Context: an optimization exercise on an open-source flow, tuned for small area, a short achievable clock period and few clock cycles per item. The choices shown serve that exercise and are no tape-out recipe. At most, simulation tests tie the RTL to the original design; equivalence was not proved. Power and IR drop assume default switching activity.

==> v20 <==
## slot_merge_unit
module slot_merge_unit (
    input  wire        clk,
    input  wire        rst,
    input  wire        in_valid,
    output wire        in_ready,
    input  wire        in_first,
    input  wire        in_last,
    input  wire [63:0] in_v,
    input  wire        in_t,
    input  wire        in_f,
    input  wire [1:0]  in_lane,
    input  wire [2:0]  in_action,
    input  wire [3:0]  in_op,
    input  wire [5:0]  in_ofs,
    input  wire [5:0]  in_width_m1,
    input  wire        in_bad,
    input  wire        in_bad_policy,
    input  wire [63:0] in_x,
    output reg         out_valid,
    input  wire        out_ready,
    output reg  [63:0] out_v,
    output reg         out_t,
    output reg         out_f,
    output reg         out_collide,
    output reg         out_invalid,
    output reg         out_saturated,
    output reg  [3:0]  out_skipped
);
Settings: LEC_CHECK=0, CAP_MARGIN=20, CORE_MARGIN=2, CORE_UTILIZATION=40, PLACE_DENSITY=0.6, SETUP_SLACK_MARGIN=2.0, SLEW_MARGIN=20; clock period 22.0 ns.
standard.sh (not shown) runs the stock make flow with config.mk's settings and CLKGATE_MAP_FILE= SYNTH_SCRIPT=/design/flow/synth_recipe.tcl, a recipe that flattens the netlist after the stock synthesis.
==> flow/flow/run.sh <==
#!/bin/bash
set -euo pipefail
bash standard.sh synth > synth.log 2>&1
sed "s/SETUP_SLACK_MARGIN=[0-9.]*/SETUP_SLACK_MARGIN=16.7 'BUFFER_PORTS_ARGS=-buffer_cell sky130_fd_sc_hd__buf_1' 'CTS_ARGS=-sink_clustering_enable -repair_clock_nets -dont_use_dummy_load'/" standard.sh > layout.sh
bash layout.sh > layout.log 2>&1
==> inputs of v18, as changes to v20 <==
==> flow/flow/run.sh (replaced) <==
#!/bin/bash
# Standard synthesis, then the standard layout with these changes: ORFS's
# timing repair aims for a larger setup margin, the port buffers are buf_1,
# and clock tree synthesis clusters up to 20 registers per leaf buffer and
# inserts no dummy loads. The clock period and all constraints are unchanged.
set -euo pipefail
bash standard.sh synth > synth.log 2>&1
sed "s/SETUP_SLACK_MARGIN=[0-9.]*/SETUP_SLACK_MARGIN=16.5 'BUFFER_PORTS_ARGS=-buffer_cell sky130_fd_sc_hd__buf_1' 'CTS_ARGS=-sink_clustering_enable -repair_clock_nets -dont_use_dummy_load -sink_clustering_size 20 -sink_clustering_max_diameter 300'/" standard.sh > layout.sh
bash layout.sh > layout.log 2>&1
- PLACE_DENSITY: 0.6 -> not set
- SLEW_MARGIN: 20 -> 50
==> flow_summary.toml <==
[run_status]
status = "finished clean"

[critical_path]
path_cells = "clkbuf_2"
cp_data_arrival_time_ps = 1110
reg2regPathDepth = 12

[detailed_routing]
routedWlPerCell_um = 30.4
wl_met2_um = 42000
vias = 20863

[power]
swShare = 0.347

[timing]
timing.final.ws_setup_ps = 16490

[global_route]
grt_pass1_wl_um = 135000
met3_usage = 0.0706

[placement]
dp_slack_ps = 14620

[layout]
design_area_um2 = 26100

[clock_tree]
ctsHtreeMaxLevel = 2
That was v20.
==> flow_summary.toml <==
[run_status]
status = "finished clean"

[critical_path]
cp_data_arrival_time_ps = 1130
startpoint = "out_v[63]"
path_cells = "buf_6"
reg2regPathDepth = 10

[hold_path]
hold_end = "done_q"

[clock_tree]
ctsHtreeMaxLevel = 1

[layout]
utilization = 0.458
design_area_um2 = 24700

[power]
swShare = 0.366

[detailed_routing]
routedWlPerCell_um = 29.3
vias = 20118

[global_route]
antenna_found_initial = 2
grt_pass1_wl_um = 132000
met3_usage = 0.0584
grt_pass1_vias = 18887
grt_usage = 0.318

[timing]
timing.final.ws_setup_ps = 16470
That was v18.
Testbench counts of v20, summed over its fixed seeds: cycles 50,915, slots 12,000.
Testbench counts of v18, summed over its fixed seeds: cycles 50,915, slots 12,000.

========
==> build 73: inputs <==
==> flow/design.v <==
module merge_alu (
    input  wire [63:0] a,         
    input  wire [63:0] b,         
    input  wire [1:0]  lane,      
    input  wire        cin,       
    output wire [63:0] s,         
    output wire [7:0]  cend,      
    output wire [7:0]  vend       
);
    reg [63:0] start;
    integer i;
    always @* begin
        for (i = 0; i < 64; i = i + 1) begin
            case (lane)
                2'd0: start[i] = (i % 8  == 0);
                2'd1: start[i] = (i % 16 == 0);
                2'd2: start[i] = (i % 32 == 0);
                default: start[i] = (i == 0);
            endcase
        end
    end
    wire [63:0] p  = a ^ b;
    wire [63:0] g  = a & b;
    wire [63:0] g0 = g | (p & start & {64{cin}});
    wire [63:0] p0 = p & ~start;
    wire [63:0] gk [0:6];
    wire [63:0] pk [0:6];
    assign gk[0] = g0;
    assign pk[0] = p0;
    genvar l, j;
    generate
        for (l = 0; l < 6; l = l + 1) begin : lvl
            for (j = 0; j < 64; j = j + 1) begin : bt
                if (j >= (1 << l)) begin : cmb
                    assign gk[l+1][j] = gk[l][j] | (pk[l][j] & gk[l][j - (1 << l)]);
                    assign pk[l+1][j] = pk[l][j] & pk[l][j - (1 << l)];
                end else begin : pas
                    assign gk[l+1][j] = gk[l][j];
                    assign pk[l+1][j] = pk[l][j];
                end
            end
        end
    endgenerate
    wire [63:0] co = gk[6];
    wire [63:0] ci = ({co[62:0], 1'b0} & ~start) | (start & {64{cin}});
    assign s = p ^ ci;
    genvar k;
    generate
        for (k = 0; k < 8; k = k + 1) begin : byt
            assign cend[k] = co[8*k+7];
            assign vend[k] = co[8*k+7] ^ ci[8*k+7];
        end
    endgenerate
endmodule
module slot_merge_unit (
    input  wire        clk,
    input  wire        rst,
    input  wire        in_valid,
    output wire        in_ready,
    input  wire        in_first,
    input  wire        in_last,
    input  wire [63:0] in_v,
    input  wire        in_t,
    input  wire        in_f,
    input  wire [1:0]  in_lane,
    input  wire [2:0]  in_action,
    input  wire [3:0]  in_op,
    input  wire [5:0]  in_ofs,
    input  wire [5:0]  in_width_m1,
    input  wire        in_bad,
    input  wire        in_bad_policy,
    input  wire [63:0] in_x,
    output reg         out_valid,
    input  wire        out_ready,
    output reg  [63:0] out_v,
    output reg         out_t,
    output reg         out_f,
    output reg         out_collide,
    output reg         out_invalid,
    output reg         out_saturated,
    output reg  [3:0]  out_skipped
);
    localparam ACT_WRITE = 3'd2, ACT_MERGE = 3'd3;
    wire in_mg  = (in_action == ACT_MERGE);
    wire in_sub = in_mg && ((in_op == 4'h2) || (in_op == 4'h3) || (in_op == 4'h4) || (in_op == 4'h5));
    wire in_cnt = in_mg && (in_op == 4'hA);
    wire [63:0] in_xc = in_cnt ? {63'd0, in_x[0]} : in_x;
    wire [63:0] in_y  = (in_xc << {in_ofs[5:3], 3'b000}) ^ {64{in_sub}};
    reg        rdy_q;
    reg        s1v;
    reg [63:0] sy;
    reg [5:0]  sofs, swm1;
    reg [3:0]  sop;
    reg        swr, smg, ssub, sbad, sbp, sfirst, slast;
    reg [63:0] v0;
    reg        t0, f0;
    reg [1:0]  lane;
    assign in_ready = rdy_q;
    wire take = in_valid && rdy_q;
    always @(posedge clk) begin
        sy     <= in_y;
        sofs   <= in_ofs;
        swm1   <= in_width_m1;
        sop    <= in_op;
        swr    <= (in_action == ACT_WRITE);
        smg    <= in_mg;
        ssub   <= in_sub;
        sbad   <= in_bad;
        sbp    <= in_bad_policy;
        sfirst <= in_first;
        slast  <= in_last;
        if (take && in_first) begin
            v0   <= in_v;
            t0   <= in_t;
            f0   <= in_f;
            lane <= in_lane;
        end
    end
    reg [63:0] acc;
    reg        any_wr_q, wbad_q, bpi_q, done_q, sat_q;
    reg [3:0]  skip_q;
    reg        acc_done;
    wire op_or   = (sop == 4'h0);
    wire op_and  = (sop == 4'h1);
    wire op_min  = (sop == 4'h2) || (sop == 4'h3);
    wire op_max  = (sop == 4'h4) || (sop == 4'h5);
    wire op_sgn  = (sop == 4'h3) || (sop == 4'h5);
    wire op_fst  = (sop == 4'h6);
    wire op_bset = (sop == 4'h7);
    wire op_sumu = (sop == 4'h8) || (sop == 4'hA);
    wire op_sums = (sop == 4'h9);
    wire op_xor  = (sop == 4'hB);
    wire op_lane = op_min || op_max || op_sumu || op_sums;
    reg [5:0] lm1;
    always @* begin
        case (lane)
            2'd0: lm1 = 6'd7;
            2'd1: lm1 = 6'd15;
            2'd2: lm1 = 6'd31;
            default: lm1 = 6'd63;
        endcase
    end
    wire [63:0] s;
    wire [7:0]  cend, vend;
    merge_alu u_alu (
        .a(v0), .b(sy), .lane(lane), .cin(ssub), .s(s), .cend(cend), .vend(vend)
    );
    reg [7:0] ge, ovf, aneg, sdif;
    reg [7:0] sel_s, sel_x, sel_v, sel_c, sel_1;
    integer g, i;
    always @* begin
        for (g = 0; g < 8; g = g + 1) begin
            case (lane)
                2'd0: begin ge[g] = cend[g];     ovf[g] = vend[g];     aneg[g] = v0[8*g+7];
                            sdif[g] = v0[8*g+7] ^ !sy[8*g+7]; end
                2'd1: begin ge[g] = cend[g|1];   ovf[g] = vend[g|1];   aneg[g] = v0[8*(g|1)+7];
                            sdif[g] = v0[8*(g|1)+7] ^ !sy[8*(g|1)+7]; end
                2'd2: begin ge[g] = cend[g|3];   ovf[g] = vend[g|3];   aneg[g] = v0[8*(g|3)+7];
                            sdif[g] = v0[8*(g|3)+7] ^ !sy[8*(g|3)+7]; end
                default: begin ge[g] = cend[7];  ovf[g] = vend[7];     aneg[g] = v0[63];
                            sdif[g] = v0[63] ^ !sy[63]; end
            endcase
            if (op_sgn && sdif[g])
                ge[g] = !aneg[g];
            sel_s[g] = (op_sumu && !ge[g]) || (op_sums && !ovf[g]);
            sel_x[g] = (op_min && ge[g]) || (op_max && !ge[g]);
            sel_v[g] = (op_min && !ge[g]) || (op_max && ge[g]);
            sel_1[g] = op_sumu && ge[g];
            sel_c[g] = op_sums && ovf[g];
        end
    end
    wire       mg_bset = smg && op_bset;
    wire [5:0] lo = mg_bset ? sy[5:0] : sofs;
    wire [5:0] hi = mg_bset ? sy[5:0] : (smg && op_lane) ? (sofs | lm1) : (sofs + swm1);
    wire [63:0] xs = sy << sofs[2:0];
    reg [63:0] fld, lmsb;
    always @* begin
        for (i = 0; i < 64; i = i + 1) begin
            fld[i] = (i >= lo) && (i <= hi);
            case (lane)
                2'd0: lmsb[i] = (i % 8  == 7);
                2'd1: lmsb[i] = (i % 16 == 15);
                2'd2: lmsb[i] = (i % 32 == 31);
                default: lmsb[i] = (i == 63);
            endcase
        end
    end
    wire bitw = swr || !op_lane;
    reg [3:0] tt;    
    always @* begin
        if (swr || op_fst) tt = 4'b1010;
        else if (op_or)    tt = 4'b1110;
        else if (op_and)   tt = 4'b1000;
        else if (op_xor)   tt = 4'b0110;
        else               tt = 4'b1111;    
    end
    reg [63:0] f;
    always @* begin
        for (i = 0; i < 64; i = i + 1) begin
            if (bitw)
                f[i] = tt[{v0[i], xs[i]}];
            else
                f[i] = (sel_s[i/8] && s[i]) || (sel_x[i/8] && !sy[i]) || (sel_v[i/8] && v0[i]) ||
                       sel_1[i/8] || (sel_c[i/8] && !(lmsb[i] ^ aneg[i/8]));
        end
    end
    wire [2:0] tgt   = sofs[5:3] | lm1[5:3];
    wire       sat_t = (op_sumu && cend[tgt]) || (op_sums && vend[tgt]);
    wire bpi_cur  = !sfirst && bpi_q;
    wire contrib  = !(op_fst && t0) && !(op_bset && sy[7]);
    wire apply    = smg && !sbad && contrib;
    wire en       = s1v && ((swr && !t0) || (apply && !bpi_cur));
    wire zero_b   = s1v && swr && !t0 && (sfirst || !any_wr_q);
    wire v0_b     = s1v && !zero_b && (sfirst || (smg && sbad && sbp));
    wire acc_b    = !zero_b && !v0_b;
    wire [63:0] base = ({64{v0_b}} & v0) | ({64{acc_b}} & acc);
    wire [63:0] fm   = fld & {64{en}};
    wire [63:0] acc_n = (fm & f) | (~fm & base);
    wire        any_wr_n = s1v ? ((!sfirst && any_wr_q) || swr) : any_wr_q;
    wire        wbad_n   = s1v ? ((!sfirst && wbad_q) || (swr && sbad)) : wbad_q;
    wire        bpi_n    = s1v ? (bpi_cur || (smg && sbad && sbp)) : bpi_q;
    wire        done_n   = s1v ? ((!sfirst && done_q) || apply) : done_q;
    wire        sat_n    = s1v ? ((!sfirst && sat_q) || (apply && sat_t)) : sat_q;
    wire [3:0]  skip_n   = s1v ? ((sfirst ? 4'd0 : skip_q) + {3'd0, smg && sbad}) : skip_q;
    wire out_free = !out_valid || out_ready;
    wire fin      = s1v && slast;
    wire load     = out_free && (acc_done || fin);
    wire acc_done_n = (acc_done || fin) && !out_free;
    wire out_valid_n = load || (out_valid && !out_ready);
    wire s1v_n    = take;
    always @(posedge clk) begin
        acc      <= acc_n;
        any_wr_q <= any_wr_n;
        wbad_q   <= wbad_n;
        bpi_q    <= bpi_n;
        done_q   <= done_n;
        sat_q    <= sat_n;
        skip_q   <= skip_n;
        if (load) begin
            out_v         <= acc_n;
            out_t         <= t0 || any_wr_n || bpi_n || done_n;
            out_f         <= any_wr_n ? (t0 ? f0 : !wbad_n) : (f0 && !bpi_n);
            out_collide   <= any_wr_n && t0;
            out_invalid   <= (any_wr_n && !t0 && wbad_n) || bpi_n;
            out_saturated <= sat_n && !bpi_n;
            out_skipped   <= bpi_n ? 4'd0 : skip_n;
        end
        if (rst) begin
            s1v       <= 1'b0;
            acc_done  <= 1'b0;
            out_valid <= 1'b0;
            rdy_q     <= 1'b1;
        end else begin
            s1v       <= s1v_n;
            acc_done  <= acc_done_n;
            out_valid <= out_valid_n;
            rdy_q     <= !acc_done_n && !(s1v_n && in_last && out_valid_n);
        end
    end
endmodule
==> flow/flow/run.sh <==
#!/bin/bash
# Standard synthesis, then the standard layout with a larger setup margin for
# ORFS's timing repair (the clock period and constraints are unchanged).
set -euo pipefail
bash standard.sh synth > synth.log 2>&1
sed 's/SETUP_SLACK_MARGIN=[0-9.]*/SETUP_SLACK_MARGIN=16.5/' standard.sh > layout.sh
bash layout.sh > layout.log 2>&1
==> flow/standard.sh <==
#!/bin/bash
# synth_recipe.tcl (not shown) runs the flow's synth.tcl, then flattens the netlist and writes it again
# the make line also repeats each setting of config.mk as NAME=value (left out here)
make -C /OpenROAD-flow-scripts/flow DESIGN_CONFIG=/design/flow/config.mk WORK_HOME=/design/flow/orfs CLKGATE_MAP_FILE= SYNTH_SCRIPT=/design/flow/synth_recipe.tcl "${@:-finish}"
==> flow/config.mk <==
export PLATFORM = sky130hd
export DESIGN_NAME = slot_merge_unit
export DESIGN_NICKNAME = slot_merge_unit
export VERILOG_FILES = /design/flow/design.v
export SDC_FILE = /design/flow/constraint.sdc
export NUM_CORES = 8
export LEC_CHECK = 0
export CAP_MARGIN = 20
export CORE_MARGIN = 2
export CORE_UTILIZATION = 40
export PLACE_DENSITY = 0.6
export SETUP_SLACK_MARGIN = 2.0
export SLEW_MARGIN = 20
==> flow/constraint.sdc <==
create_clock -name core_clock -period 22.0 [get_ports {clk}]
set_input_delay 4.4000 -clock core_clock [delete_from_list [all_inputs] [get_ports {clk}]]
set_output_delay 4.4000 -clock core_clock [all_outputs]
set_load 0.01 [all_outputs]
==> inputs of build 60, as changes to build 73 <==
--- a/flow/design.v
+++ b/flow/design.v
@@ -9,32 +9,19 @@
 );
-    reg [63:0] start;
-    integer i;
-    always @* begin
-        for (i = 0; i < 64; i = i + 1) begin
-            case (lane)
-                2'd0: start[i] = (i % 8  == 0);
-                2'd1: start[i] = (i % 16 == 0);
-                2'd2: start[i] = (i % 32 == 0);
-                default: start[i] = (i == 0);
-            endcase
-        end
-    end
-    wire [63:0] p  = a ^ b;
-    wire [63:0] g  = a & b;
-    wire [63:0] g0 = g | (p & start & {64{cin}});
-    wire [63:0] p0 = p & ~start;
-    wire [63:0] gk [0:6];
-    wire [63:0] pk [0:6];
-    assign gk[0] = g0;
-    assign pk[0] = p0;
-    genvar l, j;
-    generate
-        for (l = 0; l < 6; l = l + 1) begin : lvl
+    wire [63:0] p = a ^ b;
+    wire [63:0] g = a & b;
+    wire [63:0] gl [0:3];
+    wire [63:0] pl [0:3];
+    assign gl[0] = g;
+    assign pl[0] = p;
+    genvar l, j, k;
+    generate
+        for (l = 0; l < 3; l = l + 1) begin : lvl
             for (j = 0; j < 64; j = j + 1) begin : bt
-                if (j >= (1 << l)) begin : cmb
-                    assign gk[l+1][j] = gk[l][j] | (pk[l][j] & gk[l][j - (1 << l)]);
-                    assign pk[l+1][j] = pk[l][j] & pk[l][j - (1 << l)];
+                if (((j % 8) >> l) & 1) begin : cmb
+                    localparam integer q = (j & ~((1 << l) - 1)) - 1;
+                    assign gl[l+1][j] = gl[l][j] | (pl[l][j] & gl[l][q]);
+                    assign pl[l+1][j] = pl[l][j] & pl[l][q];
                 end else begin : pas
-                    assign gk[l+1][j] = gk[l][j];
-                    assign pk[l+1][j] = pk[l][j];
+                    assign gl[l+1][j] = gl[l][j];
+                    assign pl[l+1][j] = pl[l][j];
                 end
@@ -43,12 +30,55 @@
     endgenerate
-    wire [63:0] co = gk[6];
-    wire [63:0] ci = ({co[62:0], 1'b0} & ~start) | (start & {64{cin}});
+    reg [7:0] bst;
+    always @* begin
+        case (lane)
+            2'd0: bst = 8'b1111_1111;
+            2'd1: bst = 8'b0101_0101;
+            2'd2: bst = 8'b0001_0001;
+            default: bst = 8'b0000_0001;
+        endcase
+    end
+    wire [7:0] bg0, bp0;
+    generate
+        for (k = 0; k < 8; k = k + 1) begin : bsig
+            assign bg0[k] = gl[3][8*k+7] | (bst[k] & cin & pl[3][8*k+7]);
+            assign bp0[k] = pl[3][8*k+7] & !bst[k];
+        end
+    endgenerate
+    wire [7:0] bg [0:3];
+    wire [7:0] bp [0:3];
+    assign bg[0] = bg0;
+    assign bp[0] = bp0;
+    generate
+        for (l = 0; l < 3; l = l + 1) begin : blvl
+            for (k = 0; k < 8; k = k + 1) begin : bb
+                if ((k >> l) & 1) begin : cmb
+                    localparam integer q = (k & ~((1 << l) - 1)) - 1;
+                    assign bg[l+1][k] = bg[l][k] | (bp[l][k] & bg[l][q]);
+                    assign bp[l+1][k] = bp[l][k] & bp[l][q];
+                end else begin : pas
+                    assign bg[l+1][k] = bg[l][k];
+                    assign bp[l+1][k] = bp[l][k];
+                end
+            end
+        end
+    endgenerate
+    wire [7:0] bco = bg[3];
+    wire [63:0] ci;
+    generate
+        for (k = 0; k < 8; k = k + 1) begin : cin_b
+            wire cb;
+            if (k == 0) begin : b0
+                assign cb = cin;
+            end else begin : bk
+                assign cb = bst[k] ? cin : bco[k-1];
+            end
+            assign ci[8*k] = cb;
+            for (j = 1; j < 8; j = j + 1) begin : cbit
+                assign ci[8*k+j] = gl[3][8*k+j-1] | (pl[3][8*k+j-1] & cb);
+            end
+            assign cend[k] = bco[k];
+            assign vend[k] = bco[k] ^ ci[8*k+7];
+        end
+    endgenerate
     assign s = p ^ ci;
-    genvar k;
-    generate
-        for (k = 0; k < 8; k = k + 1) begin : byt
-            assign cend[k] = co[8*k+7];
-            assign vend[k] = co[8*k+7] ^ ci[8*k+7];
-        end
-    endgenerate
 endmodule
==> results.txt <==
- Crit-path max cell delay: 0.45 ns
- Post-synthesis sequential area ratio: 30.7%
- Met1 wire length: 42.6 mm
- Synth Area in Simple Gates: 15.4%
- Row cnt: 90
- Register-to-Register Path Depth: 15
- Synth Area per Inst: 9.21 um2
- # fillers: about 5.7k
- Worst vdd ir: 0.0000381 V
- Outcome: timing/DRC/antenna clean
- Share of cells above drive strength 1: 16.9%
- Clock share of power: 32.1%
- Internal power: 1.29 mW
- Post-synthesis compound-gate area fraction: 21.2%
- P_sw: 0.686 mW
- Non-filler cells in the finished layout: 3,645
- Power per cell area: 67.5 nW/um2
- Seq/total area: 25.8%
- Layout clock area frac: 4.33%
The numbers above come from build 73.

==> results.txt <==
- Outcome: timing/DRC/antenna clean
- Row cnt: 89
- # fillers: 5,576
- P_sw: between 0.6 and 0.7 mW
- Layout clock area frac: 4.01%
- Clock share of power: 30.8%
- Synth Area per Inst: 9.47 um2
- Non-filler cells in the finished layout: 3,548
- Register-to-Register Path Depth: 11
- Internal power: 1.25 mW
- Met1 wire length: roughly 46 mm
- Seq/total area: 26.1%
- Post-synthesis compound-gate area fraction: 21.7%
The numbers above come from build 60.

Testbench counts of build 60, summed over its fixed seeds: cycles 50,915, slots 12,000.
The RTL of build 73 was laid out without a check of its function.

## separate check: timing with driven ports
In the flow no input, the clock included, has a driving cell. The finished layouts below were timed again as built, in two steps.
Step 1, drivers: a clkbuf_16 drives clk and a buf_2 each remaining input, both assumed.
Step 2 times the ports against the registers' clock, not the clock port: input delays grow and output delays shrink by t, the midpoint of the rising clock arrivals with the driver on.
Three values: ideal ports, drivers, drivers and shift; two values: the first two.
run | t, ns | setup WS [ns] | clock arrival spread, ns
v20 | 0.613 | 16.490 / 16.430 / 15.966 | 0.039 / 0.039
v18 | 0.590 | 16.466 / 16.405 / 16.011 | 0.069 / 0.070
build 73 | 0.631 | 16.413 / 16.352 / 15.946 | 0.026 / 0.026
build 60 | 0.619 | 16.468 / 16.411 / 15.931 | 0.024 / 0.023
After both steps every run listed still meets setup and hold. For build 60, which loses most, drivers alone change the setup slack by -0.057 ns; drivers and shift together by -0.537 ns.
